Source: an optimization exercise on an open RTL-to-GDS flow (aim: small area, a short achievable clock period and few clock cycles). Production flows keep margins and buffers that such runs may drop. Function was checked by simulation only, so behaviour that the tests miss may differ from the original.

### flow/config.mk
export PLATFORM = sky130hd
export DESIGN_NAME = sp_profile
export DESIGN_NICKNAME = sp_profile
export VERILOG_FILES = /design/flow/design.v
export SDC_FILE = /design/flow/constraint.sdc
export NUM_CORES = 4
export LEC_CHECK = 0
export CAP_MARGIN = 20
export CORE_MARGIN = 2
export CORE_UTILIZATION = 40
export SLEW_MARGIN = 20
### flow/constraint.sdc
create_clock -name core_clock -period 40.0 [get_ports {clk}]
set_input_delay 8.0000 -clock core_clock [delete_from_list [all_inputs] [get_ports {clk}]]
set_output_delay 8.0000 -clock core_clock [all_outputs]
set_load 0.01 [all_outputs]
### flow/design.v
module sp_profile (
    input  wire        clk,
    input  wire        rst,
    input  wire        in_valid,
    output wire        in_ready,
    input  wire        in_init,
    input  wire [15:0] in_target,
    input  wire [31:0] in_vmax,
    input  wire [31:0] in_amax,
    input  wire [31:0] in_jmax,
    output reg         out_valid,
    output reg  [15:0] out_sp,
    output reg  [32:0] out_v,
    output reg  [32:0] out_a
);
    localparam [1:0] IDLE = 2'd0, ROOT = 2'd1, STEP = 2'd2;
    reg  [1:0]  state;
    reg  signed [39:0] p;
    reg  signed [32:0] v;
    reg  signed [32:0] a;
    reg  signed [15:0] tgt;
    reg  [31:0] vmax, amax, jmax;
    reg  [73:0] rad;       
    reg  [40:0] rem;       
    reg  [36:0] root;      
    reg  [5:0]  cnt;
    assign in_ready = (state == IDLE);
    wire signed [32:0] vmax_s = {1'b0, in_vmax};
    wire signed [32:0] amax_s = {1'b0, in_amax};
    wire signed [32:0] v_lim  = (v > vmax_s) ? vmax_s : (v < -vmax_s) ? -vmax_s : v;
    wire signed [32:0] a_lim  = (a > amax_s) ? amax_s : (a < -amax_s) ? -amax_s : a;
    wire signed [40:0] t30_in = {{10{in_target[15]}}, in_target, 15'd0};
    wire signed [40:0] r_in   = t30_in - {p[39], p};
    wire        [40:0] r_abs  = r_in[40] ? -r_in : r_in;
    wire        [73:0] rad_in = {in_amax, 1'b0} * r_abs;
    wire [40:0] rem_sh = {rem[38:0], rad[73:72]};
    wire [40:0] trial  = {2'b00, root, 2'b01};
    wire        fits   = rem_sh >= trial;
    wire signed [40:0] t30  = {{10{tgt[15]}}, tgt, 15'd0};
    wire signed [40:0] r    = t30 - {p[39], p};
    wire        [40:0] rmag = r[40] ? -r : r;
    wire        [36:0] vlim = (root > {5'd0, vmax}) ? {5'd0, vmax} : root;
    wire signed [37:0] vdes = r[40] ? -$signed({1'b0, vlim}) : (r == 41'sd0) ? 38'sd0 : $signed({1'b0, vlim});
    wire signed [33:0] amx   = {2'b00, amax};
    wire signed [33:0] jmx   = {2'b00, jmax};
    wire signed [33:0] vmx   = {2'b00, vmax};
    wire signed [38:0] dv    = vdes - v;
    wire signed [38:0] dv_c  = (dv > amx) ? amx : (dv < -amx) ? -amx : dv;
    wire signed [38:0] da    = dv_c - a;
    wire signed [38:0] da_c  = (da > jmx) ? jmx : (da < -jmx) ? -jmx : da;
    wire signed [38:0] a_new = a + da_c;
    wire signed [38:0] vsum  = v + a_new;
    wire signed [38:0] v_new = (vsum > vmx) ? vmx : (vsum < -vmx) ? -vmx : vsum;
    wire        [38:0] vmag  = v_new[38] ? -v_new : v_new;
    wire        same_dir = (v_new != 39'sd0) && (r != 41'sd0) && (v_new[38] == r[40]);
    wire        land  = (r == 41'sd0) || (same_dir && {2'b00, vmag} >= rmag);
    wire signed [41:0] p_ext = p;
    wire signed [41:0] psum  = p_ext + v_new;
    wire signed [39:0] p_add = (psum > 42'sh007fffffffff) ? 40'sh7fffffffff :
                               (psum < -42'sh008000000000) ? 40'sh8000000000 : psum[39:0];
    wire        moving = (r != 41'sd0) || (v != 33'sd0) || (a != 33'sd0);
    wire signed [39:0] p_next = !moving ? p : land ? t30[39:0] : p_add;
    wire signed [32:0] v_next = (!moving || land) ? 33'sd0 : v_new[32:0];
    wire signed [32:0] a_next = (!moving || land) ? 33'sd0 : a_new[32:0];
    wire signed [40:0] p_rnd = {p_next[39], p_next} + 41'sd16384;
    wire signed [25:0] p_q   = p_rnd[40:15];
    wire        [15:0] sp_q  = (p_q > 26'sd32767) ? 16'h7fff : (p_q < -26'sd32768) ? 16'h8000 : p_q[15:0];
    always @(posedge clk) begin
        if (rst) begin
            state     <= IDLE;
            p         <= 40'sd0;
            v         <= 33'sd0;
            a         <= 33'sd0;
            tgt       <= 16'sd0;
            vmax      <= 32'd0;
            amax      <= 32'd0;
            jmax      <= 32'd0;
            rad       <= 74'd0;
            rem       <= 41'd0;
            root      <= 37'd0;
            cnt       <= 6'd0;
            out_valid <= 1'b0;
            out_sp    <= 16'd0;
            out_v     <= 33'd0;
            out_a     <= 33'd0;
        end else begin
            out_valid <= 1'b0;
            case (state)
                IDLE: if (in_valid) begin
                    if (in_init || in_vmax == 32'd0) begin
                        p         <= t30_in[39:0];
                        v         <= 33'sd0;
                        a         <= 33'sd0;
                        out_valid <= 1'b1;
                        out_sp    <= in_target;
                        out_v     <= 33'd0;
                        out_a     <= 33'd0;
                    end else begin
                        v     <= v_lim;
                        a     <= a_lim;
                        tgt   <= in_target;
                        vmax  <= in_vmax;
                        amax  <= in_amax;
                        jmax  <= in_jmax;
                        rad   <= rad_in;
                        rem   <= 41'd0;
                        root  <= 37'd0;
                        cnt   <= 6'd0;
                        state <= ROOT;
                    end
                end
                ROOT: begin
                    rem  <= fits ? rem_sh - trial : rem_sh;
                    root <= {root[35:0], fits};
                    rad  <= {rad[71:0], 2'b00};
                    cnt  <= cnt + 6'd1;
                    if (cnt == 6'd36)
                        state <= STEP;
                end
                STEP: begin
                    p         <= p_next;
                    v         <= v_next;
                    a         <= a_next;
                    out_valid <= 1'b1;
                    out_sp    <= sp_q;
                    out_v     <= v_next;
                    out_a     <= a_next;
                    state     <= IDLE;
                end
                default: state <= IDLE;
            endcase
        end
    end
endmodule
### flow/run.sh
#!/bin/bash
# synth_recipe.tcl (not shown) runs the flow's synth.tcl, then flattens the netlist and writes it again
# the make line also repeats each setting of config.mk as NAME=value (left out here)
make -C /OpenROAD-flow-scripts/flow DESIGN_CONFIG=/design/flow/config.mk WORK_HOME=/design/flow/orfs CLKGATE_MAP_FILE= SYNTH_SCRIPT=/design/flow/synth_recipe.tcl finish
==> out/metrics.csv <==
stage,metric,value,unit
run_status,status,finished clean,
place,placed cell area,98500,µm²
logic_synthesis,synthesized area,93200,µm²
drt,vias,86900,
cts,Post-CTS Setup Bufs,0,
floorplanning,die width,487,µm
floorplanning,Die ar.,237000,µm²
setup_path,Crit Path Class,reg -> reg,
floorplanning,initial core utilization,40.2,%
layout,Final nets,14200,
floorplanning,std cell rows,177,
setup_path,"Top cell by count, worst path",a21o_1,
cts,Num CTS Buffers,69,
setup_path,arrival time worst endpoint,37230,ps
setup_path,worst reg2reg setup slack,3370,ps
setup_path,CP max FO,31,
floorplanning,Die Y,487,µm
layout,fin area,101000,µm²
place,DP Worst Slack,4020,ps
setup_path,startpoint types,flip-flop,
logic_synthesis,asr flop ratio synth,0,%
grt,initial antenna violation count,15,
setup_path,Buf/Inv on CP,7,
timing,fin worst setup slack,3370,ps
timing,f_max,27.3,MHz
logic_synthesis,synth unique cells,117,
logic_synthesis,Post-synth top cells,"2031 x nand2_1, 1748 x inv_1, 1170 x fa_1, 959 x ha_1, 892 x a21oi_1",
setup_path,Worst EP required,40600,ps
logic_synthesis,top cell type by total area after synthesis,fa_1,
grt,first-pass GRT wire length,567,mm
logic_synthesis,most common cell in the synthesized netlist,nand2_1,
drt,DR pass1 iterations,6,
logic_synthesis,largest cells by area after synthesis,"fa_1 25%, ha_1 13%, dfxtp_1 9.8%",
logic_synthesis,Post-synth EDFFs,0,
layout,layout cells sized above 1,4.25,%
logic_synthesis,post-synthesis sequential area ratio,9.84,%
logic_synthesis,Synth Warn #,1,
grt,global route overflow,0,
timing,Worst Max-Slew Pin Slew,1310,ps
setup_path,"slowest stage delay, CP",820,ps
logic_synthesis,Synth Register Bits,458,
logic_synthesis,post-synthesis cell count,12100,
cts,Post-CTS Resized,0,
setup_path,CP max-delay cell,nor2_2,
timing,Rel. slew slack,11.6,%
setup_path,Top Family by Delay on Critical Path,compound AO/OA/AOI/OAI gates,
timing,fin crit period,36630,ps
place,dpl hpwl,299,mm
drt,DRC Markers,0,
setup_path,Crit. End Element,flip-flop,
cts,clk slew on worst S/H paths,50,ps
logic_synthesis,Mapped Avg Cell Area,7.71,µm²
cts,CTS Sinks,458,
worst_hold_path,Worst Hold Class,reg -> reg,
timing,RSZ-0062 raised after global routing,no,
grt,number of global-route vias before repair,87700,
grt,largest net degree at the start of global routing,116,
drt,Final ANT Viol Nets,0,
cts,cts hold-fix bufs,0,
drt,drt initial violations,7567,
cts,CTS max path bufs,3,
cts,TritonCTS clock tree,built,
place,routability congestion estimate,1.00,
run,Max Cap Viol,0,
cts,Root Driver,clkbuf_16,
logic_synthesis,Syn Nets,14300,
cts,clock latency reported for the late side of the worst-skew pair,720,ps
logic_synthesis,Post-synth top flop,dfxtp_1,
layout,Area growth syn-to-layout,8.29,%
timing,Fin Clk Skew,41.5,ps
floorplanning,CORE AREA,232000,µm²
drt,average routed wire per standard cell,25.2,µm
floorplanning,IO Pins,200,
timing,final hold viol count,0,
grt,Total Routing Usage GR,31.8,%
logic_synthesis,post-synth top area share,25.1,%
timing,Fin Setup TNS,0,ps
drt,Avg Vias per Cell,5.78,
drt,DRT Wirelength,378,mm
timing,"Setup violations, final",0,
timing,final period utilization,91.6,%
place,port bufs,199,
timing,Final Max Slew Viols,0,
cts,# H-tree levels,3,
[cell usage in the layout (no fill, tap or decap), types with 155 or more instances in the layout]
cell / instances
a21o_1: 248
a21oi_1: 892
and2_1: 262
buf_4: 186
clkdlybuf4s50_1: 168
dfxtp_1: 458
fa_1: 1170
ha_1: 959
inv_1: 1748
nand2_1: 2030
nand3_1: 192
nor2_1: 614
nor3_1: 194
o21ai_0: 412
xnor2_1: 452
xor2_1: 155
[routing by layer]
metal	global-route usage, %	wire [µm]
met4	14.7	20300
met1	41.9	159000
met5	0	86
met3	5.10	28900
met2	50.9	170000
[worst paths after layout]
path / startpoint / to / depth (start not counted)
hold / removal: out_sp[4] / out_sp[4] / 2
setup reg to reg: p[4] / out_sp[9] / 146
hold reg to reg: out_sp[4] / out_sp[4] / 2
setup / recovery: p[4] / out_sp[9] / 146
[sequential cells by signal, indices dropped and copies added, names as in the netlist, 32 cells and up]
register / cells
amax: 32
out_a: 33
root: 37
p: 40
rem: 39
jmax: 32
vmax: 32
a: 33
rad: 73
out_v: 33
v: 33
[final cells by class]
cell class	instances	area (µm²)
Multi-Input combinational cell	9248	75700
Inverter	1762	6610
Timing Repair Buffer	385	3260
Clock buffer	85	1860
Tap cell	3043	3810
Fill cell	23500	131000
Antenna cell	6	15.0
Clock inverter	38	547
Sequential cell	458	9170
[metrics by stage]
stage	hold slack, ps	utilization [%]	instances
2_1_floorplan	432	-	12100
3_3_place_gp	437	42.4	14900
3_5_place_dp	444	42.4	14900
4_1_cts	452	43.5	15000
5_1_grt	468	43.5	15000
6_report	449	43.5	15000
[tightest hold or removal path, stage by stage (launching register included)]
cell and delay [ps]:
dfxtp_1 310, nand2_1 50, o21ai_1 50
[cells by family (layout without fill, tap and decap cells)]
kind of cell	after synthesis	in the layout	synth area share, %
compound gates	2422	2422	16.4
buf+inv	2381	2270	9.61
fa+ha+maj	2134	2134	38.1
flops	458	458	9.84
simple gates	3995	3995	19.5
xor+xnor	649	649	6.11
mux	48	48	0.526
other cells	0	6	0
Testbench counts, summed over its fixed seeds: cycles 2,820,543.

-- what the ideal ports hide --
Ports are ideal in the flow. The routed layout listed here was re-timed in OpenROAD.
Step 1 (the two cells are an assumption about what drives the block):
set clk [get_ports {clk}]
set_driving_cell -lib_cell sky130_fd_sc_hd__clkbuf_16 $clk
set_driving_cell -lib_cell sky130_fd_sc_hd__buf_2 [delete_from_list [all_inputs] $clk]
Step 2 times the ports against the registers' clock, not the clock port: input delays grow and output delays shrink by t, the midpoint of the rising clock arrivals with the driver on.
Slacks: ideal ports / drivers / drivers and shift; pairs: ideal ports / drivers.
t, ns: 0.776
slack for setup (ns): 3.370 / 3.370 / 3.370
worst slew at a driven data input, ns: 0.20
After both steps setup and hold are still met in this run. For this run, drivers alone change the setup slack by 0.000 ns; drivers and shift together by 0.000 ns.
